Context: an optimization exercise on an open-source flow, tuned for small area and a short achievable clock period. The choices shown serve that exercise and are no tape-out recipe. Only simulation tests tie the RTL to the original design; equivalence was not proved. In every run shown here, the design's own scripts or RTL, not TritonCTS, make the clock network. The flow treats the clock pin as an ideal source. Dropping or thinning the clock tree relies on that and would not hold on a real chip.

==> flow/design.v (outline; a module is shown in full before it is edited, if it fits) <==
// module chk_unit: 3114 lines
// module chk_a21o: 3 lines
// module chk_a222oi: 3 lines
// module chk_inv: 3 lines
// module chk_nand2: 3 lines
// module chk_nand3: 3 lines
// module chk_nor2: 3 lines
// module chk_oai21: 3 lines
// module chk_oai22: 3 lines
// module chk_xnor2: 3 lines
// module chk_xor2: 3 lines
module chk_unit (
    input  wire        clk,
    input  wire        rst,
    input  wire        in_valid,
    input  wire        in_first,
    input  wire        in_last,
    input  wire [2:0]  in_code,
    input  wire [63:0] in_data,
    input  wire [3:0]  in_nbytes,
    input  wire [2:0]  in_tail,
    output wire        out_valid,
    output wire [31:0] out_value
);
  // ...
==> flow/flow/run.sh <==
#!/bin/bash
# Standard synthesis and placement (port buffers of buf_1 cells), then
# flow/cts.tcl: a two-level clock tree, buf_2 output port buffers and
# dfxtp_2 for the flip-flops behind them; then the standard routing and finish.
set -euo pipefail
export BUFFER_PORTS_ARGS="-buffer_cell sky130_fd_sc_hd__buf_1"
bash standard.sh synth > synth.log 2>&1
bash standard.sh place > place.log 2>&1
RES=$PWD/orfs/results/sky130hd/chk_unit/base
RES=$RES CTS_CELL=sky130_fd_sc_hd__clkbuf_8 CTS_NBUF=4 CTS_SUB=2 CTS_SUB_CELL=sky130_fd_sc_hd__clkbuf_16 OUT_BUF_CELL=sky130_fd_sc_hd__buf_2 OUT_FF_CELL=sky130_fd_sc_hd__dfxtp_2 openroad -no_init -exit flow/cts.tcl > cts.log 2>&1
cp $RES/4_1_cts.odb $RES/4_cts.odb
bash standard.sh > layout.log 2>&1
==> flow/flow/cts.tcl <==
# Clock tree: the clock port drives a few clkbuf_16, each driving one cluster
# of flip-flops (k-means on their placed positions); then legalize.
set res $::env(RES)
set plat $::env(FLOW_HOME)/platforms/sky130hd
read_lef $plat/lef/sky130_fd_sc_hd.tlef
read_lef $plat/lef/sky130_fd_sc_hd_merged.lef
read_liberty $plat/lib/sky130_fd_sc_hd__tt_025C_1v80.lib
read_db $res/3_place.odb
read_sdc $res/3_place.sdc
source $plat/setRC.tcl
set nclu $::env(CTS_NBUF)
set block [ord::get_db_block]
set db [ord::get_db]
set clk [$block findNet clk]
set sinks {}
foreach it [$clk getITerms] { lappend sinks $it }
set n [llength $sinks]
puts "clock sinks: $n, clusters: $nclu"
# balanced k-means on points (xs, ys): returns list of cluster ids
proc kmeans {xs ys nclu} {
  set n [llength $xs]
  set order [lsort -real -indices $xs]
  set cx {}; set cy {}
  for {set k 0} {$k < $nclu} {incr k} {
    set i [lindex $order [expr {int(($k+0.5)*$n/$nclu)}]]
    lappend cx [lindex $xs $i]; lappend cy [lindex $ys $i]
  }
  set cap [expr {int(ceil(double($n)/$nclu))+2}]
  set asg [lrepeat $n 0]
  for {set iter 0} {$iter < 50} {incr iter} {
    set pairs {}
    for {set i 0} {$i < $n} {incr i} {
      for {set k 0} {$k < $nclu} {incr k} {
        set d [expr {abs([lindex $xs $i]-[lindex $cx $k]) + abs([lindex $ys $i]-[lindex $cy $k])}]
        lappend pairs [list $d $i $k]
      }
    }
    set pairs [lsort -real -index 0 $pairs]
    set asg [lrepeat $n -1]; set cnt [lrepeat $nclu 0]
    foreach p $pairs {
      lassign $p d i k
      if {[lindex $asg $i] >= 0} continue
      if {[lindex $cnt $k] >= $cap} continue
      lset asg $i $k; lset cnt $k [expr {[lindex $cnt $k]+1}]
    }
    set sx [lrepeat $nclu 0.0]; set sy [lrepeat $nclu 0.0]
    for {set i 0} {$i < $n} {incr i} {
      set k [lindex $asg $i]
      lset sx $k [expr {[lindex $sx $k]+[lindex $xs $i]}]
      lset sy $k [expr {[lindex $sy $k]+[lindex $ys $i]}]
    }
    for {set k 0} {$k < $nclu} {incr k} {
      if {[lindex $cnt $k] > 0} {
        lset cx $k [expr {[lindex $sx $k]/[lindex $cnt $k]}]
        lset cy $k [expr {[lindex $sy $k]/[lindex $cnt $k]}]
      }
    }
  }
  return [list $asg $cx $cy]
}
set xs {}; set ys {}
foreach it $sinks {
  set b [[$it getInst] getBBox]
  lappend xs [expr {([$b xMin]+[$b xMax])/2.0}]
  lappend ys [expr {([$b yMin]+[$b yMax])/2.0}]
}
lassign [kmeans $xs $ys $nclu] asg cx cy
set master [$db findMaster $::env(CTS_CELL)]
set w [$master getWidth]; set h [$master getHeight]
set nsub [expr {[info exists ::env(CTS_SUB)] ? $::env(CTS_SUB) : 1}]
proc mkbuf {name x y in {mname ""}} {
  global block master w h db
  set m $master
  if {$mname ne ""} { set m [$db findMaster $mname] }
  set w [$m getWidth]; set h [$m getHeight]
  set inst [odb::dbInst_create $block $m $name]
  $inst setLocation [expr {int($x - $w/2)}] [expr {int($y - $h/2)}]
  $inst setPlacementStatus PLACED
  set net [odb::dbNet_create $block "${name}_net"]
  $net setSigType CLOCK
  [$inst findITerm A] connect $in
  [$inst findITerm X] connect $net
  return $net
}
for {set k 0} {$k < $nclu} {incr k} {
  set idx {}
  for {set i 0} {$i < $n} {incr i} { if {[lindex $asg $i] == $k} { lappend idx $i } }
  if {$nsub <= 1} {
    set net [mkbuf "cts_buf_$k" [lindex $cx $k] [lindex $cy $k] $clk]
    foreach i $idx { set it [lindex $sinks $i]; $it disconnect; $it connect $net }
  } else {
    set sx {}; set sy {}
    foreach i $idx { lappend sx [lindex $xs $i]; lappend sy [lindex $ys $i] }
    lassign [kmeans $sx $sy $nsub] sasg scx scy
    # first-level buffer at the middle of its sub-cluster buffers
    set mx 0.0; set my 0.0
    for {set m 0} {$m < $nsub} {incr m} { set mx [expr {$mx+[lindex $scx $m]/$nsub}]; set my [expr {$my+[lindex $scy $m]/$nsub}] }
    set top [mkbuf "cts_buf_$k" $mx $my $clk]
    for {set m 0} {$m < $nsub} {incr m} {
      set net [mkbuf "cts_buf_${k}_$m" [lindex $scx $m] [lindex $scy $m] $top $::env(CTS_SUB_CELL)]
      for {set j 0} {$j < [llength $idx]} {incr j} {
        if {[lindex $sasg $j] == $m} { set it [lindex $sinks [lindex $idx $j]]; $it disconnect; $it connect $net }
      }
    }
  }
}
# optional: other cells for the output port buffers and for the flip-flops
# that drive them
foreach port [get_ports out_*] {
  set net [$block findNet [get_full_name $port]]
  foreach it [$net getITerms] {
    if {![$it isOutputSignal]} continue
    set buf [$it getInst]
    if {[info exists ::env(OUT_BUF_CELL)] && $::env(OUT_BUF_CELL) ne ""} {
      replace_cell [$buf getName] $::env(OUT_BUF_CELL)
    }
    set in [[$buf findITerm A] getNet]
    foreach it2 [$in getITerms] {
      if {![$it2 isOutputSignal]} continue
      set drv [$it2 getInst]
      if {[info exists ::env(OUT_FF_CELL)] && $::env(OUT_FF_CELL) ne ""
          && [string match "sky130_fd_sc_hd__dfxtp_*" [[$drv getMaster] getName]]} {
        replace_cell [$drv getName] $::env(OUT_FF_CELL)
      }
    }
  }
}
detailed_placement
check_placement -verbose
set_propagated_clock [all_clocks]
estimate_parasitics -placement
report_clock_skew
set mx 0
foreach p [all_registers -clock_pins] { set v [get_property $p slew_max]; if {$v > $mx} { set mx $v } }
puts "max clock pin slew (placement estimate): $mx"
report_check_types -max_slew -violators
report_checks -path_delay max -digits 3
write_db $res/4_1_cts.odb
write_sdc $res/4_cts.sdc
==> flow/standard.sh <==
#!/bin/bash
# synth_recipe.tcl (not shown) runs the flow's synth.tcl, then flattens the netlist and writes it again
# the make line also repeats each setting of config.mk as NAME=value (left out here)
make -C /OpenROAD-flow-scripts/flow DESIGN_CONFIG=/design/flow/config.mk WORK_HOME=/design/flow/orfs CLKGATE_MAP_FILE= SYNTH_SCRIPT=/design/flow/synth_recipe.tcl "${@:-finish}"
==> flow/config.mk <==
export PLATFORM = sky130hd
export DESIGN_NAME = chk_unit
export DESIGN_NICKNAME = chk_unit
export VERILOG_FILES = /design/flow/design.v
export SDC_FILE = /design/flow/constraint.sdc
export NUM_CORES = 8
export LEC_CHECK = 0
export CAP_MARGIN = 20
export CORE_MARGIN = 4
export CORE_UTILIZATION = 50
export GPL_TIMING_DRIVEN = 0
export SLEW_MARGIN = 20
export SYNTH_HIERARCHICAL = 1
==> flow/constraint.sdc <==
create_clock -name core_clock -period 40.0 [get_ports {clk}]
set_input_delay 8.0000 -clock core_clock [delete_from_list [all_inputs] [get_ports {clk}]]
set_output_delay 8.0000 -clock core_clock [all_outputs]
set_load 0.01 [all_outputs]
==> results by group, run 1 <==
Global route
  • Largest net degree at the start of global routing: 66
  • Initial antenna violation count: 1
  • Grt total ovfl: 0

Clocking
  • Clock Pin Slew Worst Setup and Hold Paths: 0.08 ns
  • Clk Latency, worst-skew pair: 0.29 ns

Cells and area
  • Multi-input logic area: 11590 um^2
  • Largest registers: d_r (64), s_q (32), hn_r (7)
  • Most flop-heavy register: d_r
  • Area Overhead vs Synth: 13.38%
  • Largest class: multi-input gates

Logic synthesis
  • Cell with the most instances after synthesis: xor2_1
  • Seq/Total Area, Yosys: 19.06%
  • FFs w/ async S/R, synth: 0%
  • Number of enable flip-flop cells after synthesis: 5

STA
  • Worst slew pin tran: 1.242 ns
  • Setup violators final: 0

Route
  • Drt drc: 0
  • Wire per inst: 30.74 um
  • DR iter-0 viols: 2712
  • Met3 WL: 10.05 mm

Worst setup path
  • Worst R2R Setup Slack: 31.46 ns
  • Worst path bufs/invs: 2
  • Crit path DAT: 9.30 ns
  • Reg-to-reg endpoint: s_q[0]$_DFF_P_

Run status
  • Status: complete, no violations

Floorplanning
  • Die width: 177.3 um
  • Die ar.: 31440 um^2
==> run 2, diff against run 1 <==
--- a/flow/design.v
+++ b/flow/design.v
@@ -31,12 +31,20 @@
     wire [7:0] hn_in;
     genvar gb;
     generate for (gb = 0; gb < 4; gb = gb + 1) begin : g_mask
-        assign g1_in[gb] = lastv_in & (in_nbytes[2:0] != 3'd0) & (in_nbytes[2:0] <= gb);
         assign g2_in[gb] = lastv_in & (in_nbytes[2:0] == gb + 1);
     end endgenerate
-    generate for (gb = 0; gb < 8; gb = gb + 1) begin : g_hn
-        assign hn_in[gb] = (in_tail == 3'd0) | (in_tail > gb);
-    end endgenerate
+    assign g1_in[0] = 1'b0;
+    assign g1_in[1] = g2_in[0];
+    assign g1_in[2] = g2_in[0] | g2_in[1];
+    assign g1_in[3] = g2_in[0] | g2_in[1] | g2_in[2];
+    assign hn_in[0] = 1'b1;
+    assign hn_in[1] = (in_tail != 3'd1);
+    assign hn_in[2] = (in_tail != 3'd1) & (in_tail != 3'd2);
+    assign hn_in[3] = in_tail[2] | (in_tail == 3'd0);
+    assign hn_in[4] = (in_tail[2] & (in_tail != 3'd4)) | (in_tail == 3'd0);
+    assign hn_in[5] = (in_tail[2] & in_tail[1]) | (in_tail == 3'd0);
+    assign hn_in[6] = (in_tail == 3'd7) | (in_tail == 3'd0);
+    assign hn_in[7] = (in_tail == 3'd0);
     wire [4:0] pg_in;
     assign pg_in[0] = take_in & ((in_code == 3'd5));
     assign pg_in[1] = take_in & ((in_code == 3'd1) | (in_code == 3'd3) | (in_code == 3'd5));
@@ -1806,9 +1814,9 @@
     wire n859;
     chk_xor2 u_n859 (.a(n628), .b(n725), .y(n859));
     wire n860;
-    chk_xor2 u_n860 (.a(n252), .b(n635), .y(n860));
+    chk_xor2 u_n860 (.a(n252), .b(n639), .y(n860));
     wire n861;
-    chk_xor2 u_n861 (.a(n639), .b(n764), .y(n861));
+    chk_xor2 u_n861 (.a(n764), .b(n635), .y(n861));
     wire n862;
     chk_xor2 u_n862 (.a(n701), .b(n860), .y(n862));
     wire n863;
@@ -1818,15 +1826,15 @@
     wire n865;
     chk_xor2 u_n865 (.a(n863), .b(n864), .y(n865));
     wire n866;
-    chk_xor2 u_n866 (.a(n192), .b(n728), .y(n866));
+    chk_xor2 u_n866 (.a(n192), .b(n620), .y(n866));
     wire n867;
-    chk_xor2 u_n867 (.a(n620), .b(n625), .y(n867));
+    chk_xor2 u_n867 (.a(n728), .b(n625), .y(n867));
     wire n868;
     chk_xor2 u_n868 (.a(n844), .b(n672), .y(n868));
     wire n869;
-    chk_xor2 u_n869 (.a(n866), .b(n736), .y(n869));
+    chk_xor2 u_n869 (.a(n866), .b(n853), .y(n869));
     wire n870;
-    chk_xor2 u_n870 (.a(n853), .b(n867), .y(n870));
+    chk_xor2 u_n870 (.a(n736), .b(n867), .y(n870));
     wire n871;
     chk_xor2 u_n871 (.a(n868), .b(n776), .y(n871));
     wire n872;
@@ -1836,13 +1844,13 @@
     wire n874;
     chk_xor2 u_n874 (.a(n522), .b(n528), .y(n874));
     wire n875;
-    chk_xor2 u_n875 (.a(n849), .b(n605), .y(n875));
+    chk_xor2 u_n875 (.a(n605), .b(n849), .y(n875));
     wire n876;
     chk_xor2 u_n876 (.a(n874), .b(n725), .y(n876));
     wire n877;
-    chk_xor2 u_n877 (.a(n875), .b(n774), .y(n877));
+    chk_xor2 u_n877 (.a(n875), .b(n655), .y(n877));
     wire n878;
-    chk_xor2 u_n878 (.a(n655), .b(n876), .y(n878));
+    chk_xor2 u_n878 (.a(n774), .b(n876), .y(n878));
     wire n879;
     chk_xor2 u_n879 (.a(n757), .b(n819), .y(n879));
     wire n880;
@@ -1850,13 +1858,13 @@
     wire n881;
     chk_xor2 u_n881 (.a(n879), .b(n880), .y(n881));
     wire n882;
-    chk_xor2 u_n882 (.a(n697), .b(n760), .y(n882));
+    chk_xor2 u_n882 (.a(n697), .b(n837), .y(n882));
     wire n883;
-    chk_xor2 u_n883 (.a(n837), .b(n845), .y(n883));
+    chk_xor2 u_n883 (.a(n760), .b(n778), .y(n883));
     wire n884;
-    chk_xor2 u_n884 (.a(n778), .b(n882), .y(n884));
+    chk_xor2 u_n884 (.a(n845), .b(n882), .y(n884));
     wire n885;
-    chk_xor2 u_n885 (.a(n819), .b(n803), .y(n885));
+    chk_xor2 u_n885 (.a(n803), .b(n819), .y(n885));
     wire n886;
     chk_xor2 u_n886 (.a(n883), .b(n884), .y(n886));
     wire n887;
@@ -1864,7 +1872,7 @@
     wire n888;
     chk_xor2 u_n888 (.a(n629), .b(n723), .y(n888));
     wire n889;
-    chk_xor2 u_n889 (.a(n633), .b(n847), .y(n889));
+    chk_xor2 u_n889 (.a(n847), .b(n633), .y(n889));
     wire n890;
     chk_xor2 u_n890 (.a(n829), .b(n888), .y(n890));
     wire n891;
@@ -1876,11 +1884,11 @@
     wire n894;
     chk_xor2 u_n894 (.a(n808), .b(n627), .y(n894));
     wire n895;
-    chk_xor2 u_n895 (.a(n894), .b(n739), .y(n895));
+    chk_xor2 u_n895 (.a(n894), .b(n834), .y(n895));
     wire n896;
-    chk_xor2 u_n896 (.a(n712), .b(n858), .y(n896));
+    chk_xor2 u_n896 (.a(n858), .b(n712), .y(n896));
     wire n897;
-    chk_xor2 u_n897 (.a(n834), .b(n772), .y(n897));
+    chk_xor2 u_n897 (.a(n739), .b(n772), .y(n897));
     wire n898;
     chk_xor2 u_n898 (.a(n895), .b(n896), .y(n898));
     wire n899;
@@ -1902,15 +1910,15 @@
     wire n907;
     chk_xor2 u_n907 (.a(n228), .b(n426), .y(n907));
     wire n908;
-    chk_xor2 u_n908 (.a(n743), .b(n626), .y(n908));
+    chk_xor2 u_n908 (.a(n626), .b(n743), .y(n908));
     wire n909;
     chk_xor2 u_n909 (.a(n684), .b(n907), .y(n909));
     wire n910;
     chk_xor2 u_n910 (.a(n639), .b(n908), .y(n910));
     wire n911;
-    chk_xor2 u_n911 (.a(n909), .b(n673), .y(n911));
+    chk_xor2 u_n911 (.a(n909), .b(n721), .y(n911));
     wire n912;
-    chk_xor2 u_n912 (.a(n739), .b(n721), .y(n912));
+    chk_xor2 u_n912 (.a(n673), .b(n739), .y(n912));
     wire n913;
     chk_xor2 u_n913 (.a(n910), .b(n911), .y(n913));
     wire n914;
@@ -1918,13 +1926,13 @@
     wire n915;
     chk_xor2 u_n915 (.a(n913), .b(n914), .y(n915));
     wire n916;
-    chk_xor2 u_n916 (.a(n813), .b(n709), .y(n916));
+    chk_xor2 u_n916 (.a(n813), .b(n794), .y(n916));
     wire n917;
-    chk_xor2 u_n917 (.a(n663), .b(n794), .y(n917));
+    chk_xor2 u_n917 (.a(n663), .b(n669), .y(n917));
     wire n918;
-    chk_xor2 u_n918 (.a(n639), .b(n669), .y(n918));
+    chk_xor2 u_n918 (.a(n676), .b(n639), .y(n918));
     wire n919;
-    chk_xor2 u_n919 (.a(n676), .b(n818), .y(n919));
+    chk_xor2 u_n919 (.a(n709), .b(n818), .y(n919));
     wire n920;
     chk_xor2 u_n920 (.a(n689), .b(n916), .y(n920));
     wire n921;
@@ -1934,11 +1942,11 @@
     wire n923;
     chk_xor2 u_n923 (.a(n921), .b(n922), .y(n923));
     wire n924;
-    chk_xor2 u_n924 (.a(n658), .b(n703), .y(n924));
+    chk_xor2 u_n924 (.a(n703), .b(n658), .y(n924));
     wire n925;
-    chk_xor2 u_n925 (.a(n748), .b(n831), .y(n925));
+    chk_xor2 u_n925 (.a(n748), .b(n783), .y(n925));
     wire n926;
-    chk_xor2 u_n926 (.a(n783), .b(n924), .y(n926));
+    chk_xor2 u_n926 (.a(n831), .b(n924), .y(n926));
     wire n927;
     chk_xor2 u_n927 (.a(n753), .b(n925), .y(n927));
     wire n928;
@@ -1950,11 +1958,11 @@
     wire n931;
     chk_xor2 u_n931 (.a(n318), .b(n414), .y(n931));
     wire n932;
-    chk_xor2 u_n932 (.a(n931), .b(n680), .y(n932));
+    chk_xor2 u_n932 (.a(n931), .b(n736), .y(n932));
     wire n933;
-    chk_xor2 u_n933 (.a(n736), .b(n788), .y(n933));
+    chk_xor2 u_n933 (.a(n714), .b(n788), .y(n933));
     wire n934;
-    chk_xor2 u_n934 (.a(n714), .b(n756), .y(n934));
+    chk_xor2 u_n934 (.a(n680), .b(n756), .y(n934));
     wire n935;
     chk_xor2 u_n935 (.a(n932), .b(n933), .y(n935));
     wire n936;
@@ -1970,7 +1978,7 @@
     wire n941;
     chk_xor2 u_n941 (.a(n939), .b(n729), .y(n941));
     wire n942;
-    chk_xor2 u_n942 (.a(n739), .b(n848), .y(n942));
+    chk_xor2 u_n942 (.a(n848), .b(n739), .y(n942));
     wire n943;
     chk_xor2 u_n943 (.a(n940), .b(n941), .y(n943));
     wire n944;
@@ -1982,7 +1990,7 @@
     wire n947;
     chk_xor2 u_n947 (.a(n564), .b(n570), .y(n947));
     wire n948;
-    chk_xor2 u_n948 (.a(n610), .b(n613), .y(n948));
+    chk_xor2 u_n948 (.a(n613), .b(n610), .y(n948));
     wire n949;
     chk_xor2 u_n949 (.a(n946), .b(n947), .y(n949));
     wire n950;
@@ -1998,7 +2006,7 @@
     wire n955;
     chk_xor2 u_n955 (.a(n953), .b(n954), .y(n955));
     wire n956;
-    chk_xor2 u_n956 (.a(n640), .b(n844), .y(n956));
+    chk_xor2 u_n956 (.a(n844), .b(n640), .y(n956));
     wire n957;
     chk_xor2 u_n957 (.a(n780), .b(n654), .y(n957));
     wire n958;
@@ -2014,13 +2022,13 @@
     wire n963;
     chk_xor2 u_n963 (.a(n622), .b(n617), .y(n963));
     wire n964;
-    chk_xor2 u_n964 (.a(n961), .b(n677), .y(n964));
+    chk_xor2 u_n964 (.a(n961), .b(n695), .y(n964));
     wire n965;
-    chk_xor2 u_n965 (.a(n695), .b(n962), .y(n965));
+    chk_xor2 u_n965 (.a(n677), .b(n962), .y(n965));
     wire n966;
-    chk_xor2 u_n966 (.a(n963), .b(n737), .y(n966));
+    chk_xor2 u_n966 (.a(n963), .b(n796), .y(n966));
     wire n967;
-    chk_xor2 u_n967 (.a(n796), .b(n964), .y(n967));
+    chk_xor2 u_n967 (.a(n737), .b(n964), .y(n967));
     wire n968;
     chk_xor2 u_n968 (.a(n965), .b(n801), .y(n968));
     wire n969;
@@ -2040,9 +2048,9 @@
     wire n976;
     chk_xor2 u_n976 (.a(n378), .b(n856), .y(n976));
     wire n977;
-    chk_xor2 u_n977 (.a(n976), .b(n681), .y(n977));
+    chk_xor2 u_n977 (.a(n976), .b(n713), .y(n977));
     wire n978;
-    chk_xor2 u_n978 (.a(n713), .b(n851), .y(n978));
+    chk_xor2 u_n978 (.a(n681), .b(n851), .y(n978));
     wire n979;
     chk_xor2 u_n979 (.a(n790), .b(n977), .y(n979));
     wire n980;
@@ -2060,11 +2068,11 @@
     wire n986;
     chk_xnor2 u_n986 (.a(n984), .b(n985), .y(n986));
     wire n987;
-    chk_xor2 u_n987 (.a(n841), .b(n678), .y(n987));
+    chk_xor2 u_n987 (.a(n678), .b(n841), .y(n987));
     wire n988;
-    chk_xor2 u_n988 (.a(n639), .b(n642), .y(n988));
+    chk_xor2 u_n988 (.a(n746), .b(n639), .y(n988));
     wire n989;
-    chk_xor2 u_n989 (.a(n842), .b(n746), .y(n989));
+    chk_xor2 u_n989 (.a(n642), .b(n842), .y(n989));
     wire n990;
     chk_xor2 u_n990 (.a(n855), .b(n987), .y(n990));
     wire n991;
@@ -2080,11 +2088,11 @@
     wire n996;
     chk_xor2 u_n996 (.a(n610), .b(n994), .y(n996));
     wire n997;
-    chk_xor2 u_n997 (.a(n995), .b(n702), .y(n997));
+    chk_xor2 u_n997 (.a(n995), .b(n854), .y(n997));
     wire n998;
-    chk_xor2 u_n998 (.a(n854), .b(n833), .y(n998));
+    chk_xor2 u_n998 (.a(n702), .b(n663), .y(n998));
     wire n999;
-    chk_xor2 u_n999 (.a(n663), .b(n996), .y(n999));
+    chk_xor2 u_n999 (.a(n833), .b(n996), .y(n999));
     wire n1000;
     chk_xor2 u_n1000 (.a(n836), .b(n997), .y(n1000));
     wire n1001;
@@ -2098,9 +2106,9 @@
     wire n1005;
     chk_xor2 u_n1005 (.a(n742), .b(n1003), .y(n1005));
     wire n1006;
-    chk_xor2 u_n1006 (.a(n1004), .b(n852), .y(n1006));
+    chk_xor2 u_n1006 (.a(n1004), .b(n800), .y(n1006));
     wire n1007;
-    chk_xor2 u_n1007 (.a(n800), .b(n1005), .y(n1007));
+    chk_xor2 u_n1007 (.a(n852), .b(n1005), .y(n1007));
     wire n1008;
     chk_xor2 u_n1008 (.a(n1006), .b(n1007), .y(n1008));
     wire n1009;
@@ -2108,9 +2116,9 @@
     wire n1010;
     chk_xnor2 u_n1010 (.a(n1008), .b(n1009), .y(n1010));
     wire n1011;
-    chk_xor2 u_n1011 (.a(n658), .b(n621), .y(n1011));
+    chk_xor2 u_n1011 (.a(n668), .b(n658), .y(n1011));
     wire n1012;
-    chk_xor2 u_n1012 (.a(n668), .b(n745), .y(n1012));
+    chk_xor2 u_n1012 (.a(n745), .b(n621), .y(n1012));
     wire n1013;
     chk_xor2 u_n1013 (.a(n749), .b(n642), .y(n1013));
     wire n1014;
@@ -2128,9 +2136,9 @@
     wire n1020;
     chk_xor2 u_n1020 (.a(n1018), .b(n643), .y(n1020));
     wire n1021;
-    chk_xor2 u_n1021 (.a(n1019), .b(n753), .y(n1021));
+    chk_xor2 u_n1021 (.a(n1019), .b(n713), .y(n1021));
     wire n1022;
-    chk_xor2 u_n1022 (.a(n713), .b(n701), .y(n1022));
+    chk_xor2 u_n1022 (.a(n701), .b(n753), .y(n1022));
     wire n1023;
     chk_xor2 u_n1023 (.a(n1020), .b(n758), .y(n1023));
     wire n1024;
@@ -2138,9 +2146,9 @@
     wire n1025;
     chk_xnor2 u_n1025 (.a(n1023), .b(n1024), .y(n1025));
     wire n1026;
-    chk_xor2 u_n1026 (.a(n396), .b(n670), .y(n1026));
+    chk_xor2 u_n1026 (.a(n396), .b(n768), .y(n1026));
     wire n1027;
-    chk_xor2 u_n1027 (.a(n659), .b(n768), .y(n1027));
+    chk_xor2 u_n1027 (.a(n659), .b(n670), .y(n1027));
     wire n1028;
     chk_xor2 u_n1028 (.a(n645), .b(n855), .y(n1028));
     wire n1029;
@@ -2176,9 +2184,9 @@
     wire n1044;
     chk_xor2 u_n1044 (.a(n1042), .b(n1043), .y(n1044));
     wire n1045;
-    chk_xor2 u_n1045 (.a(n674), .b(n806), .y(n1045));
+    chk_xor2 u_n1045 (.a(n773), .b(n674), .y(n1045));
     wire n1046;
-    chk_xor2 u_n1046 (.a(n773), .b(n1044), .y(n1046));
+    chk_xor2 u_n1046 (.a(n806), .b(n1044), .y(n1046));
     wire n1047;
     chk_xor2 u_n1047 (.a(n756), .b(n1045), .y(n1047));
     wire n1048;
@@ -2186,13 +2194,13 @@
     wire n1049;
     chk_xor2 u_n1049 (.a(n210), .b(n570), .y(n1049));
     wire n1050;
-    chk_xor2 u_n1050 (.a(n602), .b(n698), .y(n1050));
+    chk_xor2 u_n1050 (.a(n602), .b(n627), .y(n1050));
     wire n1051;
-    chk_xor2 u_n1051 (.a(n627), .b(n813), .y(n1051));
+    chk_xor2 u_n1051 (.a(n623), .b(n813), .y(n1051));
     wire n1052;
-    chk_xor2 u_n1052 (.a(n623), .b(n1049), .y(n1052));
+    chk_xor2 u_n1052 (.a(n698), .b(n1049), .y(n1052));
     wire n1053;
-    chk_xor2 u_n1053 (.a(n766), .b(n826), .y(n1053));
+    chk_xor2 u_n1053 (.a(n826), .b(n766), .y(n1053));
     wire n1054;
     chk_xor2 u_n1054 (.a(n1050), .b(n1051), .y(n1054));
     wire n1055;
@@ -2208,9 +2216,9 @@
     wire n1060;
     chk_xor2 u_n1060 (.a(n420), .b(n692), .y(n1060));
     wire n1061;
-    chk_xor2 u_n1061 (.a(n1059), .b(n650), .y(n1061));
+    chk_xor2 u_n1061 (.a(n1059), .b(n642), .y(n1061));
     wire n1062;
-    chk_xor2 u_n1062 (.a(n642), .b(n1060), .y(n1062));
+    chk_xor2 u_n1062 (.a(n650), .b(n1060), .y(n1062));
     wire n1063;
     chk_xor2 u_n1063 (.a(n706), .b(n846), .y(n1063));
     wire n1064;
@@ -2230,9 +2238,9 @@
     wire n1071;
     chk_xor2 u_n1071 (.a(n1069), .b(n784), .y(n1071));
     wire n1072;
-    chk_xor2 u_n1072 (.a(n1070), .b(n787), .y(n1072));
+    chk_xor2 u_n1072 (.a(n1070), .b(n790), .y(n1072));
     wire n1073;
-    chk_xor2 u_n1073 (.a(n790), .b(n1071), .y(n1073));
+    chk_xor2 u_n1073 (.a(n787), .b(n1071), .y(n1073));
     wire n1074;
     chk_xor2 u_n1074 (.a(n1072), .b(n1073), .y(n1074));
     wire n1075;
@@ -2242,7 +2250,7 @@
     wire n1077;
     chk_xor2 u_n1077 (.a(n1075), .b(n1076), .y(n1077));
     wire n1078;
-    chk_xor2 u_n1078 (.a(n795), .b(n665), .y(n1078));
+    chk_xor2 u_n1078 (.a(n665), .b(n795), .y(n1078));
     wire n1079;
     chk_xor2 u_n1079 (.a(n1077), .b(n812), .y(n1079));
     wire n1080;
@@ -2250,11 +2258,11 @@
     wire n1081;
     chk_xnor2 u_n1081 (.a(n1079), .b(n1080), .y(n1081));
     wire n1082;
-    chk_xor2 u_n1082 (.a(n426), .b(n747), .y(n1082));
+    chk_xor2 u_n1082 (.a(n426), .b(n808), .y(n1082));
     wire n1083;
-    chk_xor2 u_n1083 (.a(n808), .b(n1082), .y(n1083));
+    chk_xor2 u_n1083 (.a(n747), .b(n1082), .y(n1083));
     wire n1084;
-    chk_xor2 u_n1084 (.a(n807), .b(n661), .y(n1084));
+    chk_xor2 u_n1084 (.a(n661), .b(n807), .y(n1084));
     wire n1085;
     chk_xor2 u_n1085 (.a(n689), .b(n1083), .y(n1085));
     wire n1086;
@@ -2264,9 +2272,9 @@
     wire n1088;
     chk_xor2 u_n1088 (.a(n396), .b(n516), .y(n1088));
     wire n1089;
-    chk_xor2 u_n1089 (.a(n606), .b(n711), .y(n1089));
+    chk_xor2 u_n1089 (.a(n743), .b(n606), .y(n1089));
     wire n1090;
-    chk_xor2 u_n1090 (.a(n743), .b(n1088), .y(n1090));
+    chk_xor2 u_n1090 (.a(n711), .b(n1088), .y(n1090));
     wire n1091;
     chk_xor2 u_n1091 (.a(n638), .b(n826), .y(n1091));
     wire n1092;
@@ -2294,7 +2302,7 @@
     wire n1103;
     chk_xor2 u_n1103 (.a(n366), .b(n396), .y(n1103));
     wire n1104;
-    chk_xor2 u_n1104 (.a(n630), .b(n653), .y(n1104));
+    chk_xor2 u_n1104 (.a(n653), .b(n630), .y(n1104));
     wire n1105;
     chk_xor2 u_n1105 (.a(n742), .b(n1102), .y(n1105));
     wire n1106;
@@ -2306,11 +2314,11 @@
     wire n1109;
     chk_xnor2 u_n1109 (.a(n1107), .b(n1108), .y(n1109));
     wire n1110;
-    chk_xor2 u_n1110 (.a(n360), .b(n748), .y(n1110));
+    chk_xor2 u_n1110 (.a(n360), .b(n677), .y(n1110));
     wire n1111;
-    chk_xor2 u_n1111 (.a(n850), .b(n636), .y(n1111));
+    chk_xor2 u_n1111 (.a(n850), .b(n748), .y(n1111));
     wire n1112;
-    chk_xor2 u_n1112 (.a(n677), .b(n1110), .y(n1112));
+    chk_xor2 u_n1112 (.a(n636), .b(n1110), .y(n1112));
     wire n1113;
     chk_xor2 u_n1113 (.a(n1111), .b(n771), .y(n1113));
     wire n1114;
@@ -2318,9 +2326,9 @@
     wire n1115;
     chk_xor2 u_n1115 (.a(n204), .b(n246), .y(n1115));
     wire n1116;
-    chk_xor2 u_n1116 (.a(n420), .b(n658), .y(n1116));
+    chk_xor2 u_n1116 (.a(n420), .b(n719), .y(n1116));
     wire n1117;
-    chk_xor2 u_n1117 (.a(n719), .b(n1115), .y(n1117));
+    chk_xor2 u_n1117 (.a(n658), .b(n1115), .y(n1117));
     wire n1118;
     chk_xor2 u_n1118 (.a(n1116), .b(n1117), .y(n1118));
     wire n1119;
@@ -2330,7 +2338,7 @@
     wire n1121;
     chk_xor2 u_n1121 (.a(n294), .b(n348), .y(n1121));
     wire n1122;
-    chk_xor2 u_n1122 (.a(n820), .b(n666), .y(n1122));
+    chk_xor2 u_n1122 (.a(n666), .b(n820), .y(n1122));
     wire n1123;
     chk_xor2 u_n1123 (.a(n1121), .b(n649), .y(n1123));
     wire n1124;
@@ -2342,13 +2350,13 @@
     wire n1127;
     chk_xnor2 u_n1127 (.a(n1125), .b(n1126), .y(n1127));
     wire n1128;
-    chk_xor2 u_n1128 (.a(n668), .b(n629), .y(n1128));
+    chk_xor2 u_n1128 (.a(n629), .b(n668), .y(n1128));
     wire n1129;
     chk_xor2 u_n1129 (.a(n646), .b(n1128), .y(n1129));
     wire n1130;
-    chk_xor2 u_n1130 (.a(n830), .b(n767), .y(n1130));
+    chk_xor2 u_n1130 (.a(n767), .b(n830), .y(n1130));
     wire n1131;
-    chk_xor2 u_n1131 (.a(n713), .b(n821), .y(n1131));
+    chk_xor2 u_n1131 (.a(n821), .b(n713), .y(n1131));
     wire n1132;
     chk_xor2 u_n1132 (.a(n1129), .b(n843), .y(n1132));
     wire n1133;
@@ -2358,9 +2366,9 @@
     wire n1135;
     chk_xor2 u_n1135 (.a(n852), .b(n651), .y(n1135));
     wire n1136;
-    chk_xor2 u_n1136 (.a(n645), .b(n693), .y(n1136));
+    chk_xor2 u_n1136 (.a(n645), .b(n717), .y(n1136));
     wire n1137;
-    chk_xor2 u_n1137 (.a(n717), .b(n1135), .y(n1137));
+    chk_xor2 u_n1137 (.a(n693), .b(n1135), .y(n1137));
     wire n1138;
     chk_xor2 u_n1138 (.a(n779), .b(n1136), .y(n1138));
     wire n1139;
@@ -2368,13 +2376,13 @@
     wire n1140;
     chk_xor2 u_n1140 (.a(n1138), .b(n1139), .y(n1140));
     wire n1141;
-    chk_xor2 u_n1141 (.a(n614), .b(n763), .y(n1141));
+    chk_xor2 u_n1141 (.a(n614), .b(n638), .y(n1141));
     wire n1142;
-    chk_xor2 u_n1142 (.a(n638), .b(n672), .y(n1142));
+    chk_xor2 u_n1142 (.a(n672), .b(n763), .y(n1142));
     wire n1143;
-    chk_xor2 u_n1143 (.a(n654), .b(n846), .y(n1143));
+    chk_xor2 u_n1143 (.a(n859), .b(n654), .y(n1143));
     wire n1144;
-    chk_xor2 u_n1144 (.a(n859), .b(n1141), .y(n1144));
+    chk_xor2 u_n1144 (.a(n846), .b(n1141), .y(n1144));
     wire n1145;
     chk_xor2 u_n1145 (.a(n1142), .b(n771), .y(n1145));
     wire n1146;
@@ -2382,11 +2390,11 @@
     wire n1147;
     chk_xor2 u_n1147 (.a(n1145), .b(n1146), .y(n1147));
     wire n1148;
-    chk_xor2 u_n1148 (.a(n696), .b(n784), .y(n1148));
+    chk_xor2 u_n1148 (.a(n696), .b(n722), .y(n1148));
     wire n1149;
-    chk_xor2 u_n1149 (.a(n693), .b(n722), .y(n1149));
+    chk_xor2 u_n1149 (.a(n693), .b(n806), .y(n1149));
     wire n1150;
-    chk_xor2 u_n1150 (.a(n806), .b(n825), .y(n1150));
+    chk_xor2 u_n1150 (.a(n784), .b(n825), .y(n1150));
     wire n1151;
     chk_xor2 u_n1151 (.a(n1148), .b(n1149), .y(n1151));
     wire n1152;
@@ -2406,15 +2414,15 @@
     wire n1159;
     chk_xor2 u_n1159 (.a(n258), .b(n300), .y(n1159));
     wire n1160;
-    chk_xor2 u_n1160 (.a(n462), .b(n849), .y(n1160));
+    chk_xor2 u_n1160 (.a(n462), .b(n656), .y(n1160));
     wire n1161;
-    chk_xor2 u_n1161 (.a(n609), .b(n623), .y(n1161));
+    chk_xor2 u_n1161 (.a(n623), .b(n609), .y(n1161));
     wire n1162;
-    chk_xor2 u_n1162 (.a(n656), .b(n1159), .y(n1162));
+    chk_xor2 u_n1162 (.a(n849), .b(n1159), .y(n1162));
     wire n1163;
-    chk_xor2 u_n1163 (.a(n651), .b(n702), .y(n1163));
+    chk_xor2 u_n1163 (.a(n702), .b(n650), .y(n1163));
     wire n1164;
-    chk_xor2 u_n1164 (.a(n650), .b(n1160), .y(n1164));
+    chk_xor2 u_n1164 (.a(n651), .b(n1160), .y(n1164));
     wire n1165;
     chk_xor2 u_n1165 (.a(n1161), .b(n1162), .y(n1165));
     wire n1166;
@@ -2454,7 +2462,7 @@
     wire n1183;
     chk_xor2 u_n1183 (.a(n1180), .b(n1181), .y(n1183));
     wire n1184;
-    chk_xor2 u_n1184 (.a(n671), .b(n676), .y(n1184));
+    chk_xor2 u_n1184 (.a(n676), .b(n671), .y(n1184));
     wire n1185;
     chk_xor2 u_n1185 (.a(n1182), .b(n1183), .y(n1185));
     wire n1186;
@@ -2472,7 +2480,7 @@
     wire n1192;
     chk_xor2 u_n1192 (.a(n1190), .b(n1191), .y(n1192));
     wire n1193;
-    chk_xor2 u_n1193 (.a(n805), .b(n817), .y(n1193));
+    chk_xor2 u_n1193 (.a(n817), .b(n805), .y(n1193));
     wire n1194;
     chk_xnor2 u_n1194 (.a(n1192), .b(n1193), .y(n1194));
     wire n1195;
@@ -2488,37 +2496,37 @@
     wire n1200;
     chk_xor2 u_n1200 (.a(n1198), .b(n1199), .y(n1200));
     wire n1201;
-    chk_xor2 u_n1201 (.a(n841), .b(n822), .y(n1201));
+    chk_xor2 u_n1201 (.a(n822), .b(n841), .y(n1201));
     wire n1202;
     chk_xor2 u_n1202 (.a(n685), .b(n1201), .y(n1202));
     wire n1203;
-    chk_xor2 u_n1203 (.a(n687), .b(n834), .y(n1203));
+    chk_xor2 u_n1203 (.a(n834), .b(n687), .y(n1203));
     wire n1204;
     chk_xor2 u_n1204 (.a(n1202), .b(n1203), .y(n1204));
     wire n1205;
     chk_xnor2 u_n1205 (.a(n835), .b(n1204), .y(n1205));
     wire n1206;
-    chk_xor2 u_n1206 (.a(n390), .b(n444), .y(n1206));
+    chk_xor2 u_n1206 (.a(n522), .b(n390), .y(n1206));
     wire n1207;
-    chk_xor2 u_n1207 (.a(n522), .b(n1206), .y(n1207));
+    chk_xor2 u_n1207 (.a(n444), .b(n1206), .y(n1207));
     wire n1208;
     chk_xor2 u_n1208 (.a(n676), .b(n659), .y(n1208));
     wire n1209;
-    chk_xor2 u_n1209 (.a(n1207), .b(n724), .y(n1209));
+    chk_xor2 u_n1209 (.a(n1207), .b(n721), .y(n1209));
     wire n1210;
-    chk_xor2 u_n1210 (.a(n788), .b(n721), .y(n1210));
+    chk_xor2 u_n1210 (.a(n788), .b(n693), .y(n1210));
     wire n1211;
-    chk_xor2 u_n1211 (.a(n693), .b(n1208), .y(n1211));
+    chk_xor2 u_n1211 (.a(n724), .b(n1208), .y(n1211));
     wire n1212;
     chk_xor2 u_n1212 (.a(n1209), .b(n1210), .y(n1212));
     wire n1213;
     chk_xnor2 u_n1213 (.a(n1211), .b(n1212), .y(n1213));
     wire n1214;
-    chk_xor2 u_n1214 (.a(n831), .b(n857), .y(n1214));
+    chk_xor2 u_n1214 (.a(n857), .b(n831), .y(n1214));
     wire n1215;
-    chk_xor2 u_n1215 (.a(n829), .b(n721), .y(n1215));
+    chk_xor2 u_n1215 (.a(n721), .b(n655), .y(n1215));
     wire n1216;
-    chk_xor2 u_n1216 (.a(n655), .b(n1214), .y(n1216));
+    chk_xor2 u_n1216 (.a(n829), .b(n1214), .y(n1216));
     wire n1217;
     chk_xor2 u_n1217 (.a(n789), .b(n1215), .y(n1217));
     wire n1218;
@@ -2528,29 +2536,29 @@
     wire n1220;
     chk_xor2 u_n1220 (.a(n282), .b(n522), .y(n1220));
     wire n1221;
-    chk_xor2 u_n1221 (.a(n628), .b(n615), .y(n1221));
+    chk_xor2 u_n1221 (.a(n615), .b(n628), .y(n1221));
     wire n1222;
-    chk_xor2 u_n1222 (.a(n1220), .b(n691), .y(n1222));
+    chk_xor2 u_n1222 (.a(n1220), .b(n794), .y(n1222));
     wire n1223;
-    chk_xor2 u_n1223 (.a(n794), .b(n1221), .y(n1223));
+    chk_xor2 u_n1223 (.a(n691), .b(n1221), .y(n1223));
     wire n1224;
     chk_xor2 u_n1224 (.a(n1222), .b(n1223), .y(n1224));
     wire n1225;
-    chk_xor2 u_n1225 (.a(n740), .b(n828), .y(n1225));
+    chk_xor2 u_n1225 (.a(n828), .b(n740), .y(n1225));
     wire n1226;
     chk_xor2 u_n1226 (.a(n1224), .b(n799), .y(n1226));
     wire n1227;
     chk_xnor2 u_n1227 (.a(n1225), .b(n1226), .y(n1227));
     wire n1228;
-    chk_xor2 u_n1228 (.a(n366), .b(n692), .y(n1228));
+    chk_xor2 u_n1228 (.a(n366), .b(n611), .y(n1228));
     wire n1229;
-    chk_xor2 u_n1229 (.a(n611), .b(n716), .y(n1229));
+    chk_xor2 u_n1229 (.a(n692), .b(n716), .y(n1229));
     wire n1230;
-    chk_xor2 u_n1230 (.a(n1228), .b(n774), .y(n1230));
+    chk_xor2 u_n1230 (.a(n1228), .b(n773), .y(n1230));
     wire n1231;
-    chk_xor2 u_n1231 (.a(n773), .b(n1229), .y(n1231));
+    chk_xor2 u_n1231 (.a(n774), .b(n1229), .y(n1231));
     wire n1232;
-    chk_xor2 u_n1232 (.a(n840), .b(n707), .y(n1232));
+    chk_xor2 u_n1232 (.a(n707), .b(n840), .y(n1232));
     wire n1233;
     chk_xor2 u_n1233 (.a(n1230), .b(n1231), .y(n1233));
     wire n1234;
@@ -2562,7 +2570,7 @@
     wire n1237;
     chk_xor2 u_n1237 (.a(n1235), .b(n1236), .y(n1237));
     wire n1238;
-    chk_xor2 u_n1238 (.a(n807), .b(n744), .y(n1238));
+    chk_xor2 u_n1238 (.a(n744), .b(n807), .y(n1238));
     wire n1239;
     chk_xor2 u_n1239 (.a(n1237), .b(n803), .y(n1239));
     wire n1240;
@@ -2572,9 +2580,9 @@
     wire n1242;
     chk_xor2 u_n1242 (.a(n300), .b(n348), .y(n1242));
     wire n1243;
-    chk_xor2 u_n1243 (.a(n504), .b(n604), .y(n1243));
+    chk_xor2 u_n1243 (.a(n504), .b(n816), .y(n1243));
     wire n1244;
-    chk_xor2 u_n1244 (.a(n816), .b(n1242), .y(n1244));
+    chk_xor2 u_n1244 (.a(n604), .b(n1242), .y(n1244));
     wire n1245;
     chk_xor2 u_n1245 (.a(n798), .b(n1243), .y(n1245));
     wire n1246;
@@ -2588,11 +2596,11 @@
     wire n1250;
     chk_xor2 u_n1250 (.a(n258), .b(n628), .y(n1250));
     wire n1251;
-    chk_xor2 u_n1251 (.a(n766), .b(n641), .y(n1251));
+    chk_xor2 u_n1251 (.a(n641), .b(n677), .y(n1251));
     wire n1252;
-    chk_xor2 u_n1252 (.a(n677), .b(n634), .y(n1252));
+    chk_xor2 u_n1252 (.a(n634), .b(n639), .y(n1252));
     wire n1253;
-    chk_xor2 u_n1253 (.a(n639), .b(n1250), .y(n1253));
+    chk_xor2 u_n1253 (.a(n766), .b(n1250), .y(n1253));
     wire n1254;
     chk_xor2 u_n1254 (.a(n693), .b(n1251), .y(n1254));
     wire n1255;
@@ -2604,13 +2612,13 @@
     wire n1258;
     chk_xor2 u_n1258 (.a(n288), .b(n408), .y(n1258));
     wire n1259;
-    chk_xor2 u_n1259 (.a(n628), .b(n775), .y(n1259));
+    chk_xor2 u_n1259 (.a(n775), .b(n623), .y(n1259));
     wire n1260;
-    chk_xor2 u_n1260 (.a(n822), .b(n623), .y(n1260));
+    chk_xor2 u_n1260 (.a(n822), .b(n628), .y(n1260));
     wire n1261;
     chk_xor2 u_n1261 (.a(n856), .b(n1258), .y(n1261));
     wire n1262;
-    chk_xor2 u_n1262 (.a(n646), .b(n638), .y(n1262));
+    chk_xor2 u_n1262 (.a(n638), .b(n646), .y(n1262));
     wire n1263;
     chk_xor2 u_n1263 (.a(n1259), .b(n1260), .y(n1263));
     wire n1264;
@@ -2640,27 +2648,27 @@
     wire n1276;
     chk_xor2 u_n1276 (.a(n324), .b(n366), .y(n1276));
     wire n1277;
-    chk_xor2 u_n1277 (.a(n408), .b(n675), .y(n1277));
+    chk_xor2 u_n1277 (.a(n408), .b(n621), .y(n1277));
     wire n1278;
-    chk_xor2 u_n1278 (.a(n621), .b(n1276), .y(n1278));
+    chk_xor2 u_n1278 (.a(n675), .b(n1276), .y(n1278));
     wire n1279;
-    chk_xor2 u_n1279 (.a(n632), .b(n763), .y(n1279));
+    chk_xor2 u_n1279 (.a(n632), .b(n837), .y(n1279));
     wire n1280;
-    chk_xor2 u_n1280 (.a(n837), .b(n1277), .y(n1280));
+    chk_xor2 u_n1280 (.a(n763), .b(n1277), .y(n1280));
     wire n1281;
     chk_xor2 u_n1281 (.a(n1278), .b(n734), .y(n1281));
     wire n1282;
     chk_xor2 u_n1282 (.a(n1279), .b(n1280), .y(n1282));
     wire n1283;
-    chk_xor2 u_n1283 (.a(n815), .b(n733), .y(n1283));
+    chk_xor2 u_n1283 (.a(n733), .b(n815), .y(n1283));
     wire n1284;
     chk_xor2 u_n1284 (.a(n1281), .b(n1282), .y(n1284));
     wire n1285;
     chk_xnor2 u_n1285 (.a(n1283), .b(n1284), .y(n1285));
     wire n1286;
-    chk_xor2 u_n1286 (.a(n621), .b(n618), .y(n1286));
+    chk_xor2 u_n1286 (.a(n653), .b(n618), .y(n1286));
     wire n1287;
-    chk_xor2 u_n1287 (.a(n627), .b(n653), .y(n1287));
+    chk_xor2 u_n1287 (.a(n621), .b(n627), .y(n1287));
     wire n1288;
     chk_xor2 u_n1288 (.a(n610), .b(n1286), .y(n1288));
     wire n1289;
@@ -2674,17 +2682,17 @@
     wire n1293;
     chk_xor2 u_n1293 (.a(n1291), .b(n1292), .y(n1293));
     wire n1294;
-    chk_xor2 u_n1294 (.a(n444), .b(n730), .y(n1294));
+    chk_xor2 u_n1294 (.a(n444), .b(n648), .y(n1294));
     wire n1295;
-    chk_xor2 u_n1295 (.a(n749), .b(n648), .y(n1295));
+    chk_xor2 u_n1295 (.a(n730), .b(n749), .y(n1295));
     wire n1296;
     chk_xor2 u_n1296 (.a(n777), .b(n798), .y(n1296));
     wire n1297;
     chk_xor2 u_n1297 (.a(n1294), .b(n1295), .y(n1297));
     wire n1298;
-    chk_xor2 u_n1298 (.a(n657), .b(n780), .y(n1298));
+    chk_xor2 u_n1298 (.a(n853), .b(n780), .y(n1298));
     wire n1299;
-    chk_xor2 u_n1299 (.a(n853), .b(n731), .y(n1299));
+    chk_xor2 u_n1299 (.a(n731), .b(n657), .y(n1299));
     wire n1300;
     chk_xor2 u_n1300 (.a(n1296), .b(n1297), .y(n1300));
     wire n1301;
@@ -2694,13 +2702,13 @@
     wire n1303;
     chk_xor2 u_n1303 (.a(n300), .b(n820), .y(n1303));
     wire n1304;
-    chk_xor2 u_n1304 (.a(n732), .b(n645), .y(n1304));
+    chk_xor2 u_n1304 (.a(n847), .b(n732), .y(n1304));
     wire n1305;
-    chk_xor2 u_n1305 (.a(n847), .b(n1303), .y(n1305));
+    chk_xor2 u_n1305 (.a(n645), .b(n1303), .y(n1305));
     wire n1306;
-    chk_xor2 u_n1306 (.a(n836), .b(n839), .y(n1306));
+    chk_xor2 u_n1306 (.a(n836), .b(n735), .y(n1306));
     wire n1307;
-    chk_xor2 u_n1307 (.a(n735), .b(n1304), .y(n1307));
+    chk_xor2 u_n1307 (.a(n839), .b(n1304), .y(n1307));
     wire n1308;
     chk_xor2 u_n1308 (.a(n1305), .b(n789), .y(n1308));
     wire n1309;
--- a/flow/flow/run.sh
+++ b/flow/flow/run.sh
@@ -7,6 +7,6 @@
 bash standard.sh synth > synth.log 2>&1
 bash standard.sh place > place.log 2>&1
 RES=$PWD/orfs/results/sky130hd/chk_unit/base
-RES=$RES CTS_CELL=sky130_fd_sc_hd__clkbuf_8 CTS_NBUF=4 CTS_SUB=2 CTS_SUB_CELL=sky130_fd_sc_hd__clkbuf_16 OUT_BUF_CELL=sky130_fd_sc_hd__buf_2 OUT_FF_CELL=sky130_fd_sc_hd__dfxtp_2 openroad -no_init -exit flow/cts.tcl > cts.log 2>&1
+RES=$RES CTS_CELL=sky130_fd_sc_hd__clkbuf_8 CTS_NBUF=4 CTS_SUB=2 CTS_SUB_CELL=sky130_fd_sc_hd__clkbuf_16 OUT_BUF_CELL=sky130_fd_sc_hd__buf_2 OUT_FF_CELL=sky130_fd_sc_hd__dfxtp_2 FANOUT_FF_CELL=sky130_fd_sc_hd__dfxtp_4 FANOUT_FF_MIN=12 IN_BUF_CELL=sky130_fd_sc_hd__buf_2 IN_BUF_MIN=3 openroad -no_init -exit flow/cts.tcl > cts.log 2>&1
 cp $RES/4_1_cts.odb $RES/4_cts.odb
 bash standard.sh > layout.log 2>&1
--- a/flow/flow/cts.tcl
+++ b/flow/flow/cts.tcl
@@ -125,6 +125,27 @@
     }
   }
 }
+# optional: stronger flip-flops where one drives many loads, and stronger
+# input port buffers where one drives several loads
+if {[info exists ::env(FANOUT_FF_CELL)] && $::env(FANOUT_FF_CELL) ne ""} {
+  foreach inst [$block getInsts] {
+    if {![string match "sky130_fd_sc_hd__dfxtp_*" [[$inst getMaster] getName]]} continue
+    set q [$inst findITerm Q]
+    set net [$q getNet]
+    if {$net eq "NULL"} continue
+    if {[llength [$net getITerms]] - 1 >= $::env(FANOUT_FF_MIN)} { replace_cell [$inst getName] $::env(FANOUT_FF_CELL) }
+  }
+}
+if {[info exists ::env(IN_BUF_CELL)] && $::env(IN_BUF_CELL) ne ""} {
+  foreach port [get_ports in_*] {
+    set net [$block findNet [get_full_name $port]]
+    foreach it [$net getITerms] {
+      set buf [$it getInst]
+      set out [[$buf findITerm X] getNet]
+      if {[llength [$out getITerms]] - 1 >= $::env(IN_BUF_MIN)} { replace_cell [$buf getName] $::env(IN_BUF_CELL) }
+    }
+  }
+}
 detailed_placement
 check_placement -verbose
 set_propagated_clock [all_clocks]
--- a/flow/config.mk
+++ b/flow/config.mk
@@ -7,7 +7,7 @@
 export LEC_CHECK = 0
 export CAP_MARGIN = 20
 export CORE_MARGIN = 4
-export CORE_UTILIZATION = 50
+export CORE_UTILIZATION = 60
 export GPL_TIMING_DRIVEN = 0
 export SLEW_MARGIN = 20
 export SYNTH_HIERARCHICAL = 1
==> results by group, run 2 <==
Cells and area
  • Ant diodes: 0 (unchanged)
  • Most flop-heavy register: d_r (unchanged)
  • Largest registers: d_r (64), s_q (32), hn_r (7) (unchanged)
  • Leading cell type in the layout, fill and taps excluded: xor2_1 (unchanged)
  • Largest register FFs: 64 (unchanged)
  • Non-Filler Instances: 2191 (was 2265)
  • Area Overhead vs Synth: 11.87% (was 13.38%)
  • Nets: 1964 (was 1979)
  • Share of cells above drive strength 1: 8.066% (was 8.744%)
  • Most frequent cells in the layout: xor2_1, o22ai_1, nand2_1 (unchanged)

Route
  • Wire per inst: 29.13 um (was 30.74 um)
  • DR iter-0 viols: 3136 (was 2712)
  • Drt drc: 0 (unchanged)
  • Vias per Instance: 7.016 (was 6.807)
  • Final wirelength: 63.82 mm (was 69.62 mm)
  • Detail Route Antenna Nets: 0 (unchanged)
  • First-pass DRT Iterations: 12 (was 10)
  • Vias after detailed routing: 15370 (was 15420)

Placed design
  • Pre-CTS WS: 30.81 ns (was 30.65 ns)
  • I/O Buffers: 110 (unchanged)
  • Gpl congestion: 1.199 (was 1.117)
  • Post-DP HPWL: 49.57 mm (was 55.85 mm)
  • Placed Cells: 2179 (was 2253)

STA
  • Slew Limit Headroom: 17.89% (was 17.18%)
  • Final Hold Viols: 0 (unchanged)
  • Clock skew: 0.02475 ns (was 0.02101 ns)
  • Max frequency: 112.3 MHz (was 109.4 MHz)
  • Setup violators final: 0 (unchanged)
  • Final worst path period share: 22.25% (was 22.85%)
  • Unrepaired setup endpoints after global routing: false (unchanged)
  • Max Slew Vio Count: 0 (unchanged)
  • Min Hold Slack: 0.5410 ns (was 0.5954 ns)
  • PnR worst setup slack: 31.10 ns (was 30.86 ns)
  • Setup TNS Final: 0 ns (unchanged)
  • Min Tclk post-route: 8.901 ns (was 9.140 ns)
  • Worst slew pin tran: 1.223 ns (was 1.242 ns)

Floorplanning
  • Core box area: 23400 um^2 (was 28010 um^2)
  • Initial Util: 60.94% (was 51.17%)
  • Die height: 162.2 um (was 177.3 um)
  • Die width: 162.2 um (was 177.3 um)
  • Std cell rows: 56 (was 61)
  • I/O Pins: 112 (unchanged)
  • Die ar.: 26300 um^2 (was 31440 um^2)

Logic synthesis
  • Area leader, netlist: xor2_1 (unchanged)
  • Flops & latches, synth: 133 (was 134)
  • Synthesized area: 14260 um^2 (was 14330 um^2)
  • Seq/Total Area, Yosys: 19.02% (was 19.06%)
  • Synth top area cells: xor2_1, dfxtp_1, o22ai_1 (unchanged)
  • Yosys warning count: 7 (unchanged)
  • Yosys top cell area share: 42.49% (was 42.28%)
  • Cell with the most instances after synthesis: xor2_1 (unchanged)
  • Main flop type after synthesis: dfxtp_1 (unchanged)
  • Synthesized instance count: 1725 (was 1732)
  • Synth unique cells: 28 (was 31)
  • Top cells by count, synth: xor2_1, o22ai_1, dfxtp_1 (unchanged)
  • Avg Inst Size Synth: 8.268 um^2 (was 8.276 um^2)
  • FFs w/ async S/R, synth: 0% (unchanged)
  • Number of enable flip-flop cells after synthesis: 5 (unchanged)

Worst setup path
  • CP endpoint: p_r[2]$_DFF_P_ (was g1n_r[2]$_DFF_P_)
  • Crit Path Class: in -> reg (unchanged)
  • Worst R2R Setup Slack: 31.58 ns (was 31.46 ns)
  • Reg-to-reg endpoint: s_q[3]$_DFF_P_ (was s_q[0]$_DFF_P_)
  • Reg2Reg Depth: 22 (unchanged)
  • Crit end category: register (unchanged)
  • Crit path DAT: 9.09 ns (was 9.30 ns)
  • Critical Path Start: in_tail[1] (was in_nbytes[0])
  • Crit path max fanout: 3 (was 5)
  • Setup crit start kind: primary input (unchanged)
  • Data required time at the worst endpoint: 40.19 ns (was 40.16 ns)
  • FF-to-FF Start: refln_q$_DFFE_PN_ (was refl_q$_DFFE_PN_)

Global route
  • Initial antenna violation count: 0 (was 1)
  • Vias in the first global route: 14250 (was 14340)
  • GRT Resource Usage Total: 46.34% (was 42.18%)
  • Largest net degree at the start of global routing: 66 (unchanged)
  • Grt total ovfl: 0 (unchanged)
  • First-pass GRT wire length: 91.46 mm (was 97.35 mm)

Run status
  • Status: complete, no violations (unchanged)

Min path
  • Hold Path Class: reg -> reg (unchanged)
  • Min-Delay Startpoint: last_r$_DFF_P_ (unchanged)

Run
  • Max_cap viols: 0 (unchanged)

Clocking
  • Clock Pin Slew Worst Setup and Hold Paths: 0.07 ns (was 0.08 ns)
  • Clk Latency, worst-skew pair: 0.30 ns (was 0.29 ns)
run 2: cell types whose count changed after synthesis, sizes merged, moves of 2 or more:
cell    before  now
a21oi        4    1
o21ai       76   73
nand3b       2    0
nand2b       4    2
nor2        61   59
o31ai        3    1
nor3b        2    4
nor2b        1    6
run 2: cells by family (layout without fill, tap and decap cells):
logic type	count (synthesis)	count (layout)	synth area share, %
XOR/XNOR	773	773	47.47
other	1	7	0.02629
adder cells (fa/ha/maj)	12	12	1.035
AO/OA/AOI/OAI	549	549	24.99
AND/OR/NAND/NOR	188	188	5.641
buffers and inverters	69	210	1.816
flip-flops	133	133	19.02
run 2: how the worst min path moves through the flow:
stage                        end  slack [ns]  depth (start not counted)
global route        ov_q$_DFF_P_        0.56                          1
global placement    ov_q$_DFF_P_        0.50                          1
detailed placement  ov_q$_DFF_P_        0.52                          1
floorplan           ov_q$_DFF_P_        0.47                          1
finish              ov_q$_DFF_P_        0.54                          1
run 2: critical path, stage by stage:
cell,delay (ns)
buf_2,0.12
inv_1,0.09
ha_1,0.22
inv_1,0.06
ha_1,0.34
nand2b_1,0.19
inv_1,0.06
run 2: Yosys stat by module, one instance, submodules excluded:
module	cells	times used	cell area, um^2	flops+latches
chk_unit	232	1	3287	133
chk_a222oi	1	48	10.01	0
chk_xnor2	1	81	8.758	0
chk_xor2	1	691	8.758	0
chk_a21o	1	32	7.507	0
chk_oai22	1	393	6.256	0
chk_nand3	1	13	5.005	0
chk_oai21	1	70	5.005	0
chk_inv	1	32	3.754	0
chk_nand2	1	81	3.754	0
chk_nor2	1	52	3.754	0
run 2: per-layer routing:
layer / vias to the layer above / wire [um] / share of wire, % / track usage, %
met2: 1396 / 25570 / 40 / 67.92
met3: 367 / 9507 / 15 / 14.92
li1: 6578 / - / - / -
met5: - / 0 / 0 / 0
met1: 7030 / 22930 / 36 / 58.45
met4: 0 / 5806 / 9.1 / 30.03
run 2: metrics by stage:
stage	utilization (%)	instance area, um^2
after floorplan	-	14290
after global placement	64.51	15100
after detailed placement	66.48	15560
after global routing	68.18	15960
final	68.18	15960
run 2: final cells by class:
cell class / count / area, um^2
multi-input cells: 1529 / 11450
fillers: 2028 / 7447
flip-flops and latches: 133 / 2806
repair buffers: 129 / 784.5
well taps: 319 / 399.1
inverters: 69 / 259.0
plain buffers: 12 / 255.2

==> what the ideal ports hide <==
The flow's constraints put no driver on any port. The routed layouts listed below were extracted and timed again, unchanged, in two steps.
Step 1 sets driving cells, clkbuf_16 on the clock port and buf_2 on the other inputs (assumed; they add their load-dependent delay and slew).
Step 2 moves the port delays by t, midway between the first and last clock arrival at a register: inputs arrive t later, outputs are due t later. That takes back most of the time a late clock gives input paths.
a / b / c = ideal / step 1 / step 2; a / b = the first two.
run | shift t [ns] | slack for setup (ns) | hold slack, ns | worst data-port slew with drivers (ns)
run 1 | 0.387 | 30.860 / 30.942 / 30.555 | 0.595 / 0.595 / 0.595 | 0.05
run 2 | 0.403 | 31.099 / 31.111 / 30.794 | 0.541 / 0.541 / 0.541 | 0.04
After both steps every run listed still meets setup and hold.
